This design comes from an exercise in tuning for small area, a short achievable clock period and few clock cycles per item on the open sky130 flow, not from production work.
In this exercise RTL edits were held to simulation tests only and were not proved equivalent to the original.
Power figures rest on the tool's default switching activity, not on a simulated workload.

==> flow/design.v, too long to show whole: its modules and the start of the top module <==
// module loop_alu: 410 lines
// module lalu_mac: 1495 lines
module loop_alu (
    input  wire        clk,
    input  wire        rst,
    input  wire        in_valid,
    output wire        in_ready,
    input  wire [7:0]  opc,
    input  wire [15:0] param,
    input  wire [31:0] sa,
    input  wire [31:0] sb,
    input  wire [31:0] sc,
    input  wire [31:0] dv,
    input  wire [63:0] st,
    output reg         out_valid,
    output reg  [31:0] res,
    output reg  [63:0] st_out,
    output reg  [3:0]  flags       
);
  // ...
==> flow/flow/run.sh <==
#!/bin/bash
# The standard layout (the standard.sh, unchanged synthesis and steps); only the
# timing-repair passes aim for extra setup slack, so they work on paths that already meet
# the design's clock period.  Each make run's output goes to its own log here.
set -euo pipefail
bash standard.sh synth > synth.log 2>&1
bash standard.sh SETUP_SLACK_MARGIN=17 finish > finish.log 2>&1
==> flow/standard.sh <==
#!/bin/bash
# synth_recipe.tcl (not shown) runs the flow's synth.tcl, then flattens the netlist and writes it again
# the make line also repeats each setting of config.mk as NAME=value (left out here)
make -C /OpenROAD-flow-scripts/flow DESIGN_CONFIG=/design/flow/config.mk WORK_HOME=/design/flow/orfs CLKGATE_MAP_FILE= SYNTH_SCRIPT=/design/flow/synth_recipe.tcl "${@:-finish}"
==> flow/config.mk <==
export PLATFORM = sky130hd
export DESIGN_NAME = loop_alu
export DESIGN_NICKNAME = loop_alu
export VERILOG_FILES = /design/flow/design.v
export SDC_FILE = /design/flow/constraint.sdc
export NUM_CORES = 4
export LEC_CHECK = 0
export CAP_MARGIN = 30
export CORE_MARGIN = 2
export CORE_UTILIZATION = 30
export SETUP_SLACK_MARGIN = 0.5
export SLEW_MARGIN = 30
==> flow/constraint.sdc <==
create_clock -name core_clock -period 24.0 [get_ports {clk}]
set_input_delay 4.8000 -clock core_clock [delete_from_list [all_inputs] [get_ports {clk}]]
set_output_delay 4.8000 -clock core_clock [all_outputs]
set_load 0.01 [all_outputs]
==> impl_summary.log, run 1 <==
INFO  metric grt.met1_usage = roughly 45%
INFO  metric hp-class = reg -> reg
INFO  metric postSynthCellCount = roughly 13000
INFO  metric post-synth-top-area-cell = dfxtp_1
INFO  metric detail_route.drc_violations = 0
INFO  metric synth.top_cells.by_area = dfxtp_1 (14%), fa_1 (14%), ha_1 (6.0%)
INFO  metric tightestPinTransition = 1.319 ns
INFO  metric check.faults = antenna violations
INFO  metric n_tap_cell = 4387
INFO  metric cp_slowest_cell = buf_4
INFO  metric vias = around 110k
INFO  metric slowest_delay = 0.76 ns
INFO  metric final.hold.worst_slack = 0.3217 ns
INFO  metric floorplan.initialDensity = 30.20%
INFO  metric synth-seq-cells = about 850
INFO  metric final_cell_area = 118400 um2
INFO  metric mostFrequentLayoutCells = nand2_1 (1155), inv_1 (1040), a21oi_1 (933)
INFO  metric r2r-end = r2[13]
INFO  metric fin_util = 35.44%
INFO  metric post-synth-top-count-cell = nand2_1
INFO  metric worstSetupStartpointType = register
INFO  metric yosys_most_used_dff = dfxtp_1
INFO  metric detail-route-antenna-nets = 1
INFO  metric timing_hold_violations_final = 0
INFO  metric multi_input_area_share = 65.37%
INFO  metric outcome = failed layout checks
INFO  metric globalRouteOverflowTotal = 0
INFO  metric p_sw = 6.796 mW
INFO  metric placement.io_buffers = 320
INFO  metric n_clock_buffer = approximately 130
Testbench counts, summed over its fixed seeds: cycles 36,928, items 32,000.
==> module loop_alu, before the edit <==
module loop_alu (
    input  wire        clk,
    input  wire        rst,
    input  wire        in_valid,
    output wire        in_ready,
    input  wire [7:0]  opc,
    input  wire [15:0] param,
    input  wire [31:0] sa,
    input  wire [31:0] sb,
    input  wire [31:0] sc,
    input  wire [31:0] dv,
    input  wire [63:0] st,
    output reg         out_valid,
    output reg  [31:0] res,
    output reg  [63:0] st_out,
    output reg  [3:0]  flags       
);
    localparam OP_NOP   = 8'h00, OP_MOV  = 8'h01, OP_IN   = 8'h02, OP_OUT  = 8'h03,
               OP_ADD   = 8'h04, OP_SUB  = 8'h05, OP_NEG  = 8'h06, OP_ABS  = 8'h07,
               OP_MUL   = 8'h08, OP_MULK = 8'h09, OP_MAC  = 8'h0A, OP_SHIFT= 8'h0B,
               OP_LIM   = 8'h0C, OP_DBND = 8'h0D, OP_SEL  = 8'h0E, OP_CMP  = 8'h0F,
               OP_HOLD  = 8'h10, OP_RAMP = 8'h11, OP_FILT = 8'h12, OP_DER  = 8'h15,
               OP_INT   = 8'h16, OP_SQRT = 8'h1A;
    localparam [31:0] MAX32 = 32'h7FFF_FFFF;
    localparam [31:0] MIN32 = 32'h8000_0000;
    localparam [63:0] MAX64 = 64'h7FFF_FFFF_FFFF_FFFF;
    localparam [63:0] MIN64 = 64'h8000_0000_0000_0000;
    reg        rdy;         
    reg        v1;          
    reg        fa1;         
    reg        ad_s1;       
    reg        ad_m1;       
    reg        ar_add1, ar_sub1, ar_neg1, ar_abs1, ar_der1, ar_flt1;    
    reg        cl_cmp1, cl_ramp1, cl_dbnd1, cl_lim1;                     
    reg        sq1;         
    reg [7:0]  opc1;
    reg [15:0] prm1;
    reg [32:0] a1;          
    reg [33:0] b1;          
    reg [31:0] c1, d1;      
    reg [63:0] s1;
    assign in_ready = rdy;
    wire accept = in_valid & rdy & ~rst;
    wire in_filt  = opc == OP_FILT;
    wire in_sqpos = (opc == OP_SQRT) & ~sa[31] & (|sa[30:0]);
    wire [33:0] b_in = (opc == OP_MULK) ? {{17{param[15]}}, param, 1'b0} :
                       in_filt          ? {2'b00, param, 16'h0000} :
                       (opc == OP_INT)  ? {sb, 2'b00} : {{2{sb[31]}}, sb};
    wire is_mov  = opc1 == OP_MOV;
    wire is_in   = opc1 == OP_IN;
    wire is_out  = opc1 == OP_OUT;
    wire is_add  = opc1 == OP_ADD;
    wire is_sub  = opc1 == OP_SUB;
    wire is_neg  = opc1 == OP_NEG;
    wire is_abs  = opc1 == OP_ABS;
    wire is_mul  = opc1 == OP_MUL;
    wire is_mulk = opc1 == OP_MULK;
    wire is_mac  = opc1 == OP_MAC;
    wire is_shf  = opc1 == OP_SHIFT;
    wire is_lim  = opc1 == OP_LIM;
    wire is_dbnd = opc1 == OP_DBND;
    wire is_sel  = opc1 == OP_SEL;
    wire is_cmp  = opc1 == OP_CMP;
    wire is_hold = opc1 == OP_HOLD;
    wire is_ramp = opc1 == OP_RAMP;
    wire is_filt = opc1 == OP_FILT;
    wire is_der  = opc1 == OP_DER;
    wire is_int  = opc1 == OP_INT;
    wire is_sqrt = opc1 == OP_SQRT;
    wire filt_a = fa1;
    wire filt_b = is_filt & ~fa1;
    reg        sq_busy;
    reg [4:0]  sq_cnt;
    wire       sq_last = sq_busy & (sq_cnt == 5'd1);
    wire hold1 = v1 & (filt_a | (sq1 & ~sq_last));
    always @(posedge clk) begin
        if (rst) begin
            v1  <= 1'b0;
            rdy <= 1'b1;
        end else begin
            v1  <= accept | hold1;
            if (accept)
                rdy <= ~(in_filt | in_sqpos);
            else if (hold1)
                rdy <= filt_a | (sq_busy & (sq_cnt == 5'd2));
            else
                rdy <= 1'b1;
        end
    end
    always @(posedge clk) begin
        fa1   <= rdy & in_filt;
        ad_s1 <= rdy ? (opc == OP_INT) : fa1;
        ad_m1 <= rdy & (opc == OP_MAC);
        if (rdy) begin
            opc1    <= opc;
            ar_add1 <= opc == OP_ADD;
            ar_sub1 <= opc == OP_SUB;
            ar_neg1 <= opc == OP_NEG;
            ar_abs1 <= opc == OP_ABS;
            ar_der1 <= opc == OP_DER;
            ar_flt1 <= in_filt;
            cl_cmp1 <= (opc == OP_LIM) | (opc == OP_SEL) | (opc == OP_CMP);
            cl_ramp1 <= opc == OP_RAMP;
            cl_dbnd1 <= opc == OP_DBND;
            cl_lim1 <= opc == OP_LIM;
            a1   <= in_filt ? {1'b0, st[31:0]} : {sa[31], sa};
            b1   <= b_in;
            s1   <= st;
            sq1  <= in_sqpos;
        end else if (filt_a) begin
            a1   <= ar;                  
        end
        prm1 <= param;
        c1 <= in_filt ? sa : sc;
        d1 <= dv;
    end
    wire [31:0] a = a1[31:0];
    wire [31:0] b = b1[31:0];
    wire [31:0] c = c1;
    wire [31:0] d = d1;
    wire [63:0] s = s1;
    wire [3:0]  sh4  = prm1[3:0];
    wire [3:0]  jj   = is_mulk ? 4'd15 : sh4;           
    wire [31:0] rc   = (is_mul | is_mac) ? (32'h2000_0000 >> sh4) :
                       is_mulk ? 32'h0000_4000 :
                       filt_a  ? 32'h8000_0000 : 32'h0;
    wire [65:0] d_sh = ({{34{d[31]}}, d} << 15) << (~sh4);
    wire [65:0] addend = ad_m1 ? d_sh : ad_s1 ? {{2{s[63]}}, s} : 66'd0;
    wire [65:0] ms, mc;
    lalu_mac u_mac (.x(a1), .y(b1), .negall(filt_a), .addend(addend), .rc(rc), .ms(ms), .mc(mc));
    wire [1:0] fmt = prm1[1:0];
    wire neg_a   = ar_neg1 | (ar_abs1 & a[31]);
    wire [32:0] ar_x = ar_flt1 ? {c[31], c} : neg_a ? 33'd0 : {a[31], a};
    wire [32:0] ar_y = ar_add1 ? {b[31], b} : ar_sub1 ? ~{b[31], b} :
                       neg_a   ? ~{a[31], a} :
                       ar_der1 ? ~{s[31], s[31:0]} :
                       ar_flt1 ? ~{s[63], s[63:32]} : 33'd0;
    wire [32:0] ar   = ar_x + ar_y + {32'd0, ar_sub1 | neg_a | ar_der1 | ar_flt1};
    wire        ar_ovf = ar[32] != ar[31];
    wire [31:0] ar_res = ar_ovf ? (ar[32] ? MIN32 : MAX32) : ar[31:0];
    wire [32:0] ls_v  = is_der ? ar : (is_in & fmt == 2'd2) ? {1'b0, a} : {a[31], a};
    wire [4:0]  ls_n  = is_in ? prm1[12:8] : prm1[4:0];
    wire [31:0] ls_sh = ls_v[31:0] << ls_n;
    wire [31:0] ls_mask = 32'hFFFF_FFFF << (~ls_n);
    wire        ls_ovf = |((ls_v[31:0] ^ {32{ls_v[32]}}) & ls_mask);
    wire [31:0] ls_res = ls_ovf ? (ls_v[32] ? MIN32 : MAX32) : ls_sh;
    wire        is_inf3 = is_in & (fmt == 2'd3);
    wire [7:0]  fi_exp  = a[30:23];
    wire [7:0]  fi_e    = (fi_exp == 8'd0) ? 8'd1 : fi_exp;
    wire [30:0] fi_w    = {fi_exp != 8'd0, a[22:0], 7'd0};
    wire [6:0]  fi_rsh  = ~fi_e[6:0];
    wire        fi_zero = fi_rsh[6:5] != 2'd0;           
    wire [31:0] rs_in   = is_inf3 ? {1'b0, fi_w} : a;
    wire [4:0]  rs_n    = is_inf3 ? fi_rsh[4:0] : is_out ? prm1[12:8] : prm1[4:0];
    wire        rs_ar   = ~is_inf3 & a[31];
    wire [32:0] rs_t    = {rs_ar, rs_in, 1'b0} >> rs_n | ~({33{1'b1}} >> rs_n) & {33{rs_ar}};
    wire [31:0] rs_low  = ~({32{1'b1}} << rs_n);
    wire        rs_st   = |(rs_in & (rs_low >> 1));
    wire [31:0] rs_q    = fi_zero & is_inf3 ? 32'd0 : rs_t[32:1];
    wire        rs_g    = ~(fi_zero & is_inf3) & rs_t[0];
    wire        fi_neg  = is_inf3 & a[31];
    wire        rs_rb   = is_inf3 ? rs_g & (rs_st | rs_q[0]) : rs_g;
    wire [31:0] rs_pre  = rs_q ^ {32{fi_neg}};
    wire        rs_inc  = fi_neg ^ rs_rb;
    wire        fi_nan  = (fi_exp == 8'hFF) & (a[22:0] != 23'd0);
    wire        fi_big  = fi_exp[7] & ~fi_nan;                
    wire        fi_min  = a[31] & (fi_exp == 8'd128) & (a[22:0] == 23'd0);    
    wire [31:0] in3_res  = fi_nan ? 32'd0 : fi_big ? (a[31] ? MIN32 : MAX32) : rs_pre;
    wire        in3_inc  = ~(fi_nan | fi_big) & rs_inc;
    wire        in3_flag = fi_nan | (fi_big & ~fi_min);
    wire        fo_z4 = (a[31:15] == 17'h00000) | (a[31:15] == 17'h1FFFF);
    wire [31:0] fo_n1 = fo_z4 ? {a[15:0], 16'b0} : a;
    wire        fo_z3 = (fo_n1[31:23] == 9'h000) | (fo_n1[31:23] == 9'h1FF);
    wire [31:0] fo_n2 = fo_z3 ? {fo_n1[23:0], 8'b0} : fo_n1;
    wire        fo_z2 = (fo_n2[31:27] == 5'h00) | (fo_n2[31:27] == 5'h1F);
    wire [31:0] fo_n3 = fo_z2 ? {fo_n2[27:0], 4'b0} : fo_n2;
    wire        fo_z1 = (fo_n3[31:29] == 3'h0) | (fo_n3[31:29] == 3'h7);
    wire [31:0] fo_n4 = fo_z1 ? {fo_n3[29:0], 2'b0} : fo_n3;
    wire        fo_z0 = fo_n4[31] == fo_n4[30];
    wire [31:0] fo_an = fo_z0 ? {fo_n4[30:0], 1'b0} : fo_n4;
    wire [4:0]  fo_sh = {fo_z4, fo_z3, fo_z2, fo_z1, fo_z0};
    wire        is_outf = is_out & (fmt == 2'd3);
    wire        b_min  = b == MIN32;
    wire [33:0] bx     = {{2{b[31]}}, b};
    wire [33:0] dw     = b[31] ? 34'd0 : bx;                        
    wire [33:0] rp_hop = b[31] ? ~bx : bx;                          
    wire        rp_hc  = b[31] & ~b_min;
    wire [33:0] rp_lop = b[31] ? bx : ~bx;                          
    wire        rp_lc  = b[31] ? b_min : 1'b1;
    wire [33:0] cl_hi  = {{2{d[31]}}, d} + rp_hop + {33'd0, rp_hc};
    wire [33:0] cl_lo  = {{2{d[31]}}, d} + rp_lop + {33'd0, rp_lc};
    wire [34:0] cl_a   = {{3{a[31]}}, a};
    wire [34:0] cl_nd  = cl_ramp1 ? ~{{3{d[31]}}, d} : {35{1'b1}};
    wire [33:0] cl_h1  = cl_cmp1 ? {{2{c[31]}}, c} : cl_dbnd1 ? dw : rp_hop;
    wire        cl_h1c = cl_ramp1 & rp_hc;
    wire [33:0] cl_l1  = cl_cmp1 ? bx : cl_dbnd1 ? ~dw : rp_lop;
    wire        cl_l1c = cl_dbnd1 | (cl_ramp1 & rp_lc);
    wire [34:0] cl_nh  = ~{cl_h1[33], cl_h1};
    wire [34:0] cl_nl  = ~{cl_l1[33], cl_l1};
    wire [34:0] c1_s   = cl_a ^ cl_nd ^ cl_nh;
    wire [34:0] c1_c   = (cl_a & cl_nd) | (cl_a & cl_nh) | (cl_nd & cl_nh);
    wire [34:0] c2_s   = cl_a ^ cl_nd ^ cl_nl;
    wire [34:0] c2_c   = (cl_a & cl_nd) | (cl_a & cl_nl) | (cl_nd & cl_nl);
    wire [34:0] cl_s1  = c1_s + {c1_c[33:0], ~cl_h1c} + 35'd1;
    wire [34:0] cl_s2  = c2_s + {c2_c[33:0], ~cl_l1c} + 35'd1;
    wire        cl_gt  = ~cl_s1[34] & (|cl_s1[33:0]);
    wire        cl_lt  = cl_s2[34];
    wire        cl_z1  = cl_s1 == 35'd0;
    wire        cl_z2  = cl_s2 == 35'd0;
    wire        lt_bc  = $signed(b) < $signed(c);
    wire        c_pos  = ~c[31] & (|c);
    wire [31:0] lim_res  = cl_gt ? c : cl_lt ? (lt_bc ? b : c) : a;
    wire [31:0] ramp_res = cl_gt ? cl_hi[31:0] : cl_lt ? cl_lo[31:0] : a;
    wire        lim_flg = prm1[0] & (cl_gt | (cl_lt & ~(~lt_bc & cl_z1)));
    wire [31:0] dbnd_res = cl_gt ? cl_s1[31:0] : cl_lt ? cl_s2[31:0] : 32'd0;
    wire [31:0] median = (cl_lt ^ ~cl_gt) ? a : ((cl_lt == lt_bc) ? b : c);
    reg  [31:0] sel_res;
    always @(*) begin
        case (prm1[1:0])
            2'd0:    sel_res = c_pos ? a : b;
            2'd1:    sel_res = cl_lt ? a : b;
            2'd2:    sel_res = cl_lt ? b : a;
            default: sel_res = median;
        endcase
    end
    reg cmp_true;
    always @(*) begin
        case (prm1[2:0])
            3'd0: cmp_true = cl_z2;
            3'd1: cmp_true = ~cl_z2;
            3'd2: cmp_true = cl_lt;
            3'd3: cmp_true = cl_lt | cl_z2;
            3'd4: cmp_true = ~cl_lt & ~cl_z2;
            3'd5: cmp_true = ~cl_lt;
            default: cmp_true = 1'b0;
        endcase
    end
    reg [31:0] sq_x;
    reg [32:0] sq_rem;
    reg [30:0] sq_root;
    wire [2:0]  sq_g = (a[31:28] != 4'd0) ? 3'd0 :
                       (a[27:24] != 4'd0) ? 3'd1 :
                       (a[23:20] != 4'd0) ? 3'd2 :
                       (a[19:16] != 4'd0) ? 3'd3 :
                       (a[15:12] != 4'd0) ? 3'd4 :
                       (a[11:8]  != 4'd0) ? 3'd5 :
                       (a[7:4]   != 4'd0) ? 3'd6 : 3'd7;
    wire [31:0] sq_fs = a << {sq_g, 2'b00};
    wire [35:0] st0_rs = {1'b0, sq_rem, sq_x[31:30]};
    wire [35:0] st0_d  = st0_rs - {3'b000, sq_root, 2'b01};
    wire        st0_ge = ~st0_d[35];
    wire [35:0] st0_r  = st0_ge ? st0_d : st0_rs;
    wire [31:0] st0_q  = {sq_root, st0_ge};
    wire [35:0] st1_rs = {st0_r[33:0], sq_x[29:28]};
    wire [35:0] st1_d  = st1_rs - {2'b00, st0_q, 2'b01};
    wire        st1_ge = ~st1_d[35];
    wire [35:0] st1_r  = st1_ge ? st1_d : st1_rs;
    always @(posedge clk) begin
        if (rst) begin
            sq_busy <= 1'b0;
        end else if (v1 & sq1 & ~sq_busy) begin
            sq_busy <= 1'b1;
        end else if (sq_last) begin
            sq_busy <= 1'b0;
        end
        if (~sq_busy) begin
            sq_x    <= sq_fs;
            sq_cnt  <= 5'd16 - {2'b0, sq_g};
            sq_rem  <= 33'd0;
            sq_root <= 31'd0;
        end else begin
            sq_x    <= {sq_x[27:0], 4'd0};
            sq_cnt  <= sq_cnt - 5'd1;
            sq_rem  <= st1_r[32:0];
            sq_root <= {sq_root[28:0], st0_ge, st1_ge};
        end
    end
    reg [31:0] r_s;
    reg [3:0]  f_s;
    reg        i_s;       
    reg        c_s;       
    always @(*) begin
        r_s = d;
        f_s = 4'b0;
        i_s = 1'b0;
        c_s = 1'b0;
        case (opc1)
            OP_MOV:  r_s = a;
            OP_IN:   case (fmt)
                         2'd0:    r_s = a;
                         2'd3:    begin r_s = in3_res; f_s[0] = in3_flag; i_s = in3_inc; end
                         default: begin r_s = ls_res;  f_s[0] = ls_ovf;   end
                     endcase
            OP_OUT:  case (fmt)
                         2'd0:    r_s = a;
                         2'd1:    begin r_s = rs_pre; i_s = rs_inc; end
                         2'd2:    begin r_s = rs_pre; i_s = rs_inc; c_s = 1'b1; end
                         default: r_s = fo_an;
                     endcase
            OP_ADD, OP_SUB, OP_NEG, OP_ABS:
                     begin r_s = ar_res; f_s[0] = ar_ovf; end
            OP_SHIFT: if (prm1[5]) begin r_s = rs_pre; i_s = rs_inc; end
                      else begin r_s = ls_res; f_s[0] = ls_ovf; end
            OP_LIM:  begin r_s = lim_res; f_s[3] = lim_flg; end
            OP_DBND: r_s = dbnd_res;
            OP_SEL:  r_s = sel_res;
            OP_CMP:  r_s = cmp_true ? 32'h4000_0000 : 32'h0;
            OP_HOLD: r_s = c_pos ? a : d;
            OP_RAMP: r_s = ramp_res;
            OP_DER:  begin r_s = ls_res; f_s[0] = ls_ovf; end
            OP_SQRT: begin r_s = sq1 ? st0_q : 32'd0; i_s = sq1 & st1_ge; end
            default: ;
        endcase
    end
    reg        o2;                      
    reg        k_mul, k_mac, k_if, k_fa, k_fb;
    reg [65:0] ms2, mc2;
    reg [63:0] st2;
    reg [31:0] r2;                      
    reg [3:0]  f2;
    reg [3:0]  j2;
    reg        k_of;                    
    reg        i2, c2;
    reg [4:0]  of_sh;
    reg        of_z;
    always @(posedge clk) begin
        if (rst) o2 <= 1'b0;
        else     o2 <= v1 & ~hold1;
        k_mul <= is_mul | is_mulk;
        k_mac <= is_mac;
        k_if  <= is_int | filt_b;
        k_fa  <= filt_a;
        k_fb  <= filt_b;
        ms2   <= ms;
        mc2   <= mc;
        st2   <= is_der ? {{32{a[31]}}, a} : s;
        r2    <= r_s;
        f2    <= f_s;
        i2    <= i_s;
        c2    <= c_s;
        j2    <= jj;
        k_of  <= is_outf;
        of_sh <= fo_sh;
        of_z  <= a == 32'd0;
    end
    reg  [65:0] F3;
    wire [65:0] op3  = k_fb ? {{32{F3[65]}}, F3[65:32]} : 66'd0;    
    wire [65:0] cs_s = ms2 ^ mc2 ^ op3;
    wire [65:0] cs_c = (ms2 & mc2) | (ms2 & op3) | (mc2 & op3);
    wire [65:0] F    = cs_s + {cs_c[64:0], 1'b0};
    wire [31:0] rr    = r2 + {31'd0, i2};
    wire        o2_lo = rr[31];
    wire        o2_hi = ~rr[31] & (|rr[30:16]);
    wire [31:0] of_mag  = r2[31] ? (~r2 + 32'd1) : r2;
    wire        of_m31  = of_mag[31];
    wire [31:0] of_norm = of_m31 ? of_mag : {of_mag[30:0], 1'b0};
    wire [23:0] of_q    = of_norm[31:8];
    wire        of_g    = of_norm[7];
    wire        of_st   = |of_norm[6:0];
    wire [24:0] of_qr   = {1'b0, of_q} + {24'b0, of_g & (of_st | of_q[0])};
    wire [7:0]  of_exp  = 8'd127 - {3'b0, of_sh} + {7'b0, of_m31} + {7'b0, of_qr[24]};
    wire [22:0] of_frac = of_qr[24] ? of_qr[23:1] : of_qr[22:0];
    wire [31:0] of_res  = of_z ? 32'd0 : {r2[31], of_exp, of_frac};
    wire [31:0] r_f = k_of ? of_res : (c2 & o2_lo) ? 32'd0 : (c2 & o2_hi) ? 32'd65535 : rr;
    wire [3:0]  f_f = {f2[3] | (c2 & (o2_lo | o2_hi)), f2[2:0]};
    reg        o3;
    reg        k_mul3, k_mac3, k_if3;
    reg [63:0] st3;
    reg [31:0] r3;                      
    reg [3:0]  f3;
    reg [3:0]  j3;
    always @(posedge clk) begin
        if (rst) o3 <= 1'b0;
        else     o3 <= o2;
        k_mul3 <= k_mul;
        k_mac3 <= k_mac;
        k_if3  <= k_if;
        F3     <= F;
        st3    <= st2;
        r3     <= r_f;
        f3     <= f_f;
        j3     <= j2;
    end
    wire [48:0] z0  = F3[63:15];
    wire [48:0] Z   = $signed(z0) >>> (~j3);
    wire        z_ovf = (Z[48:31] != 18'd0) && (Z[48:31] != 18'h3FFFF);
    wire [31:0] z_sat = z_ovf ? (Z[48] ? MIN32 : MAX32) : Z[31:0];
    wire [17:0] yh  = Z[48:31];
    wire        yh_m2 = yh == 18'h3FFFE;
    wire        yh_m1 = yh == 18'h3FFFF;
    wire        yh_0  = yh == 18'h00000;
    wire        yh_p1 = yh == 18'h00001;
    wire        mac_bw = Z[30:0] < r3[30:0];
    wire        mac_pin = (r3[31] & ~mac_bw) ? (yh_m2 | yh_m1) :
                          (r3[31] == mac_bw) ? (yh_m1 | yh_0)  : (yh_0 | yh_p1);
    wire        g_ovf  = (F3[65:63] != 3'b000) && (F3[65:63] != 3'b111);
    wire [63:0] g_sat  = g_ovf ? (F3[65] ? MIN64 : MAX64) : F3[63:0];
    wire [31:0] g_rnd  = F3[63:32] + {31'd0, F3[31]};
    wire        g_rovf = ~F3[63] & (&F3[62:31]);
    wire [31:0] g_nar  = g_ovf ? (F3[65] ? MIN32 : MAX32) : g_rovf ? MAX32 : g_rnd;
    always @(posedge clk) begin
        if (rst) out_valid <= 1'b0;
        else     out_valid <= o3;
        res    <= k_if3 ? g_nar : (k_mul3 | k_mac3) ? z_sat : r3;
        st_out <= k_if3 ? g_sat : st3;
        flags  <= k_if3  ? {1'b0, g_ovf, 2'b00} :
                  k_mul3 ? {2'b00, z_ovf, 1'b0} :
                  k_mac3 ? {2'b00, ~mac_pin, mac_pin & z_ovf} : f3;
    end
endmodule
==> inputs of run 2 (changes only) <==
--- a/flow/design.v
+++ b/flow/design.v
@@ -31,7 +31,7 @@
     reg        ad_s1;       
     reg        ad_m1;       
     reg        ar_add1, ar_sub1, ar_neg1, ar_abs1, ar_der1, ar_flt1;    
-    reg        cl_cmp1, cl_ramp1, cl_dbnd1, cl_lim1;                     
+    reg        cl_cmp1, cl_ramp1, cl_dbnd1, cl_lim1, cl_sel1;            
     reg        sq1;         
     reg [7:0]  opc1;
     reg [15:0] prm1;
@@ -103,6 +103,7 @@
             cl_ramp1 <= opc == OP_RAMP;
             cl_dbnd1 <= opc == OP_DBND;
             cl_lim1 <= opc == OP_LIM;
+            cl_sel1 <= opc == OP_SEL;
             a1   <= in_filt ? {1'b0, st[31:0]} : {sa[31], sa};
             b1   <= b_in;
             s1   <= st;
@@ -209,20 +210,18 @@
     wire        cl_z2  = cl_s2 == 35'd0;
     wire        lt_bc  = $signed(b) < $signed(c);
     wire        c_pos  = ~c[31] & (|c);
-    wire [31:0] lim_res  = cl_gt ? c : cl_lt ? (lt_bc ? b : c) : a;
-    wire [31:0] ramp_res = cl_gt ? cl_hi[31:0] : cl_lt ? cl_lo[31:0] : a;
+    wire [1:0]  sm     = prm1[1:0];
+    wire        cl_q   = cl_lim1 | cl_ramp1 | cl_dbnd1;
+    wire        cl_sg  = cl_q ? cl_gt : (cl_sel1 & (sm == 2'd3)) & cl_gt & ~cl_lt;
+    wire        cl_sl  = cl_q ? cl_lt : cl_sel1 & ((sm == 2'd3) ? (cl_lt & ~cl_gt) : (sm != 2'd0)) & cl_lt;
+    wire [31:0] bc_lo  = lt_bc ? b : c;       
+    wire [31:0] bc_hi  = lt_bc ? c : b;       
+    wire [31:0] v_gt   = cl_lim1 ? c : cl_ramp1 ? cl_hi[31:0] : cl_dbnd1 ? cl_s1[31:0] : bc_hi;
+    wire [31:0] v_lt   = cl_lim1 ? bc_lo : cl_ramp1 ? cl_lo[31:0] : cl_dbnd1 ? cl_s2[31:0] :
+                         (sm == 2'd1) ? a : (sm == 2'd2) ? b : bc_lo;
+    wire [31:0] v_no   = cl_dbnd1 ? 32'd0 : (cl_q | sm[1]) ? a : (sm == 2'd1) ? b : (c_pos ? a : b);
+    wire [31:0] cl_res = cl_sg ? v_gt : cl_sl ? v_lt : v_no;
     wire        lim_flg = prm1[0] & (cl_gt | (cl_lt & ~(~lt_bc & cl_z1)));
-    wire [31:0] dbnd_res = cl_gt ? cl_s1[31:0] : cl_lt ? cl_s2[31:0] : 32'd0;
-    wire [31:0] median = (cl_lt ^ ~cl_gt) ? a : ((cl_lt == lt_bc) ? b : c);
-    reg  [31:0] sel_res;
-    always @(*) begin
-        case (prm1[1:0])
-            2'd0:    sel_res = c_pos ? a : b;
-            2'd1:    sel_res = cl_lt ? a : b;
-            2'd2:    sel_res = cl_lt ? b : a;
-            default: sel_res = median;
-        endcase
-    end
     reg cmp_true;
     always @(*) begin
         case (prm1[2:0])
@@ -301,12 +300,12 @@
                      begin r_s = ar_res; f_s[0] = ar_ovf; end
             OP_SHIFT: if (prm1[5]) begin r_s = rs_pre; i_s = rs_inc; end
                       else begin r_s = ls_res; f_s[0] = ls_ovf; end
-            OP_LIM:  begin r_s = lim_res; f_s[3] = lim_flg; end
-            OP_DBND: r_s = dbnd_res;
-            OP_SEL:  r_s = sel_res;
+            OP_LIM:  begin r_s = cl_res; f_s[3] = lim_flg; end
+            OP_DBND: r_s = cl_res;
+            OP_SEL:  r_s = cl_res;
             OP_CMP:  r_s = cmp_true ? 32'h4000_0000 : 32'h0;
             OP_HOLD: r_s = c_pos ? a : d;
-            OP_RAMP: r_s = ramp_res;
+            OP_RAMP: r_s = cl_res;
             OP_DER:  begin r_s = ls_res; f_s[0] = ls_ovf; end
             OP_SQRT: begin r_s = sq1 ? st0_q : 32'd0; i_s = sq1 & st1_ge; end
             default: ;
--- a/flow/flow/run.sh
+++ b/flow/flow/run.sh
@@ -4,4 +4,4 @@
 # the design's clock period.  Each make run's output goes to its own log here.
 set -euo pipefail
 bash standard.sh synth > synth.log 2>&1
-bash standard.sh SETUP_SLACK_MARGIN=17 finish > finish.log 2>&1
+bash standard.sh SETUP_SLACK_MARGIN=18 finish > finish.log 2>&1
==> impl_summary.log, run 2 <==
INFO  metric outcome = complete, no violations
INFO  metric clock_tree.htree_level_count = 3
INFO  metric synth.top_cells.by_area = dfxtp_1 (14%), fa_1 (14%), ha_1 (6.2%)
INFO  metric synth_top_area_share = 13.87%
INFO  metric cp.arrival = 7.12 ns
INFO  metric cell_int_power = 6.001 mW
INFO  metric min_path_cells = 0
INFO  metric post-route-period-util = 27.00%
INFO  metric slowest_delay = 0.98 ns (+0.22 ns)
INFO  metric place_ws = between 15 and 20 ns
INFO  metric ys_seq_area_share = a little under a fifth
INFO  metric post_synth_num_cell_types = 113
INFO  metric detail_route.drc_violations = 0 (unchanged)
INFO  metric tightestPinTransition = 1.283 ns (-0.03621 ns)
INFO  metric fill_cells = 35000
INFO  metric design_power_total = ~13 mW
INFO  metric max_cap_violations = 0
INFO  metric syn_area = 101300 um2
INFO  metric floorplan.die_area = around 340000 um2
INFO  metric postSynthCellCount = 12740 (+0.055%)
INFO  metric instances_no_fill = 17630
INFO  metric cts.clk_slew.worst_paths = 0.07 ns
INFO  metric cts_made_buffers = 100
INFO  metric post-synth-top-area-cell = dfxtp_1
INFO  metric antenna_found_initial = 122
INFO  metric seq_power_share = 17.7%
INFO  metric cts_max_path_buffers = 3
INFO  metric synth-edff-count = 151
INFO  metric mostFrequentLayoutCells = nand2_1 (1139), inv_1 (1027), a21oi_1 (846)
INFO  metric placement.io_buffers = 320 (unchanged)
INFO  metric yosys-top-cells-count = nand2_1 (1168), inv_1 (1054), a21oi_1 (918)
INFO  metric reg_top3 = F3 x66, ms2 x66, mc2 x65
INFO  metric cts_hold_repair.buffers = 0
INFO  metric power_frac_clock = 13.5%
INFO  metric timing.clock.skew = 0.09811 ns
INFO  metric area_growth = 20.67%
INFO  metric finalWeightedCongestion = 1.116
INFO  metric cts.root.buffer_cell = clkbuf_16
INFO  metric timing_hold_violations_final = 0 (unchanged)
INFO  metric via_count_of_the_first_global_routing_pass = roughly 100k
INFO  metric critical_path_depth = 6
INFO  metric layout.cells.most_common = nand2_1
INFO  metric routed_via_density = roughly 6.4
INFO  metric fp-row-count = 213
INFO  metric crit_fanout = 3
INFO  metric place_inst = about 17000
INFO  metric floorplan_die_width = 585.1 um
INFO  metric power.combinational.fraction = 68.8%
INFO  metric path_delay_family = buffers and inverters
INFO  metric synth.yosys.warnings = 1
INFO  metric async_flop_share = 0%
INFO  metric synth_fp_nets = ~14000
INFO  metric unrepaired_setup_endpoints_after_global_routing = true
INFO  metric maxSlewHeadroom = 14.17%
INFO  metric grt_start_max_net_pins = 79
INFO  metric num_io_pins = around 320
INFO  metric finalSetupViolCount = 0
INFO  metric vias = 112500 (+3.0%)
INFO  metric layout-drive-gt1-share = about 16%
INFO  metric core = 336300 um2
INFO  metric grt_usage = 37.06%
INFO  metric pwr_density_cell = 102.4 nW/um2
INFO  metric max_freq = approximately 150 MHz
INFO  metric cp_slowest_cell = clkdlybuf4s50_1
INFO  metric grt_first_pass_wirelength = between 800000 and 900000 um
INFO  metric netSwitchingFraction = 52.05%
INFO  metric clock_sink_count = ~850
INFO  metric drt_pre_antenna_iters = 9
INFO  metric ir_drop = 0.2421 mV
INFO  metric p_sw = 6.513 mW (-4.2%)
INFO  metric floorplan.initialDensity = 30.12% (-0.081 points)
INFO  metric period_minus_slack = ~6.5 ns
INFO  metric globalRouteOverflowTotal = 0 (unchanged)
INFO  metric fin_util = 36.35% (+0.91 points)
INFO  metric power_leakage = 49.76 nW
INFO  metric clock_latency = 0.87 ns
INFO  metric syn_avg_cell_area = 7.953 um2
INFO  metric drv_slew = 0
INFO  metric worst_setup_path_end_kind = register
INFO  metric post-synth-top-count-cell = nand2_1
INFO  metric drt-initial-drc-count = approximately 19000
INFO  metric hp-class = reg -> reg
INFO  metric floorplan.die.height = just under 600 um
INFO  metric worstPathCellList = clkdlybuf4s50_1, nor4_2, buf_4, nor2_4, nor3_4, a31oi_4
INFO  metric dpl.hpwl = 478700 um
INFO  metric setup_tns = 0 ns
INFO  metric worstSetupStartpointType = input pin
INFO  metric avgRoutedWirePerCell = 37.50 um
INFO  metric numnets_final = 14310
INFO  metric worst_r2r_path_depth = 27
INFO  metric yosys_most_used_dff = dfxtp_1
INFO  metric cts_tree = yes
INFO  metric finalWorstSetupSlack = 17.52 ns
INFO  metric crit_type = in -> reg
INFO  metric synth-seq-cells = 853 (+0.24%)
INFO  metric worstPathRequired = about 25 ns
INFO  metric critical_path.n_buffers_inverters = 2
INFO  metric detail-route-antenna-nets = 0 (-1)
INFO  metric drt-total-wl = 661100 um
-- run 2: layout make-up --
type / instances / area [um2] / area share (%)
Clock buffer: 124 / 2714 / 2.220
Clock inverter: 64 / 859.6 / 0.7031
Multi-Input combinational cell: 9811 / 79760 / 65.25
Timing Repair Buffer: 1045 / 9963 / 8.150
Inverter: 1083 / 4168 / 3.409
Tap cell: 4515 / 5649 / 4.621
Timing Repair inverter: 6 / 73.82 / 0.06039
Antenna cell: 128 / 320.3 / 0.2620
Sequential cell: 853 / 18740 / 15.33
-- run 2: worst paths after layout --
kind              startpoint  endpoint  slack (ns)
hold reg to reg         k_if     k_if3        0.25
setup reg to reg      b1[31]     r2[0]       17.53
hold / removal          k_if     k_if3        0.25
setup / recovery      sa[31]       rdy       17.52
-- run 2: repair_timing --
| item | CTS | global route |
|---|---|---|
| setup buffers | 167 | 91 |
| pin swaps | 180 | 153 |
| resized for setup | 1271 | 376 |
| endpoints found under the hold margin | 0 | 0 |
| cloned | 26 | 8 |
| endpoints found under the setup margin | 325 | 259 |
-- run 2: power by group through the flow --
stage	Clock, mW	Combinational [mW]	Sequential, mW
after detailed placement	0	7.92	2.23
after global routing	1.76	9.29	2.21
after floorplan	0	4.91	1.99
final	1.69	8.61	2.21
after global placement	0	7.83	2.23
after CTS	1.71	8.12	2.20
-- run 2: cells by family after synthesis --
family | count (synthesis) | share of synthesized area [%]
buf+inv | 2080 | 7.749
fa+ha+maj | 1194 | 19.86
compound gates | 3867 | 25.15
xor+xnor | 948 | 8.196
simple gates | 3332 | 15.40
mux | 465 | 5.304
flops | 853 | 18.35
-- run 2: routing by layer --
layer  up-vias  global-route usage, %  part of all wire [%]
met5         -                  1.401                  0.16
met4        78                  31.79                    10
met3      2820                  17.27                    15
met2      9585                  50.23                    39
met1     54380                  43.54                    36
li1      45620                      -                     -
-- run 2: through the flow --
step	hold slack, ns	instance area [um2]
6_report	0.2535	122200
4_1_cts	0.2474	119400
2_1_floorplan	0.3096	102300
5_1_grt	0.2444	122000
3_3_place_gp	0.3106	111100
3_5_place_dp	0.3121	111300
Testbench counts of run 2, summed over its fixed seeds: cycles 36,928, items 32,000.

[afterwards: timing with drivers on the ports]
In the flow no input, the clock included, has a driving cell. The finished layouts below were timed again as built, in two steps.
Step 1 (the two cells are an assumption about what drives the block):
set clk [get_ports {clk}]
set_driving_cell -lib_cell sky130_fd_sc_hd__clkbuf_16 $clk
set_driving_cell -lib_cell sky130_fd_sc_hd__buf_2 [delete_from_list [all_inputs] $clk]
Step 2 times the ports against the registers' clock, not the clock port: input delays grow and output delays shrink by t, the midpoint of the rising clock arrivals with the driver on.
Three values: ideal ports, drivers, drivers and shift; two values: the first two.
| run | t, ns | setup WS [ns] | clock arrival spread, ns | worst slew at a driven data input, ns | pins driven straight from the clock port |
|---|---|---|---|---|---|
| run 1 | 0.964 | 16.695 / 16.695 / 16.183 | 0.117 / 0.117 | 0.11 | 1 |
| run 2 | 0.904 | 17.520 / 17.529 / 16.652 | 0.104 / 0.104 | 0.10 | 1 |
For run 2, which loses most, drivers alone change the setup slack by +0.009 ns; drivers and shift together by -0.868 ns.
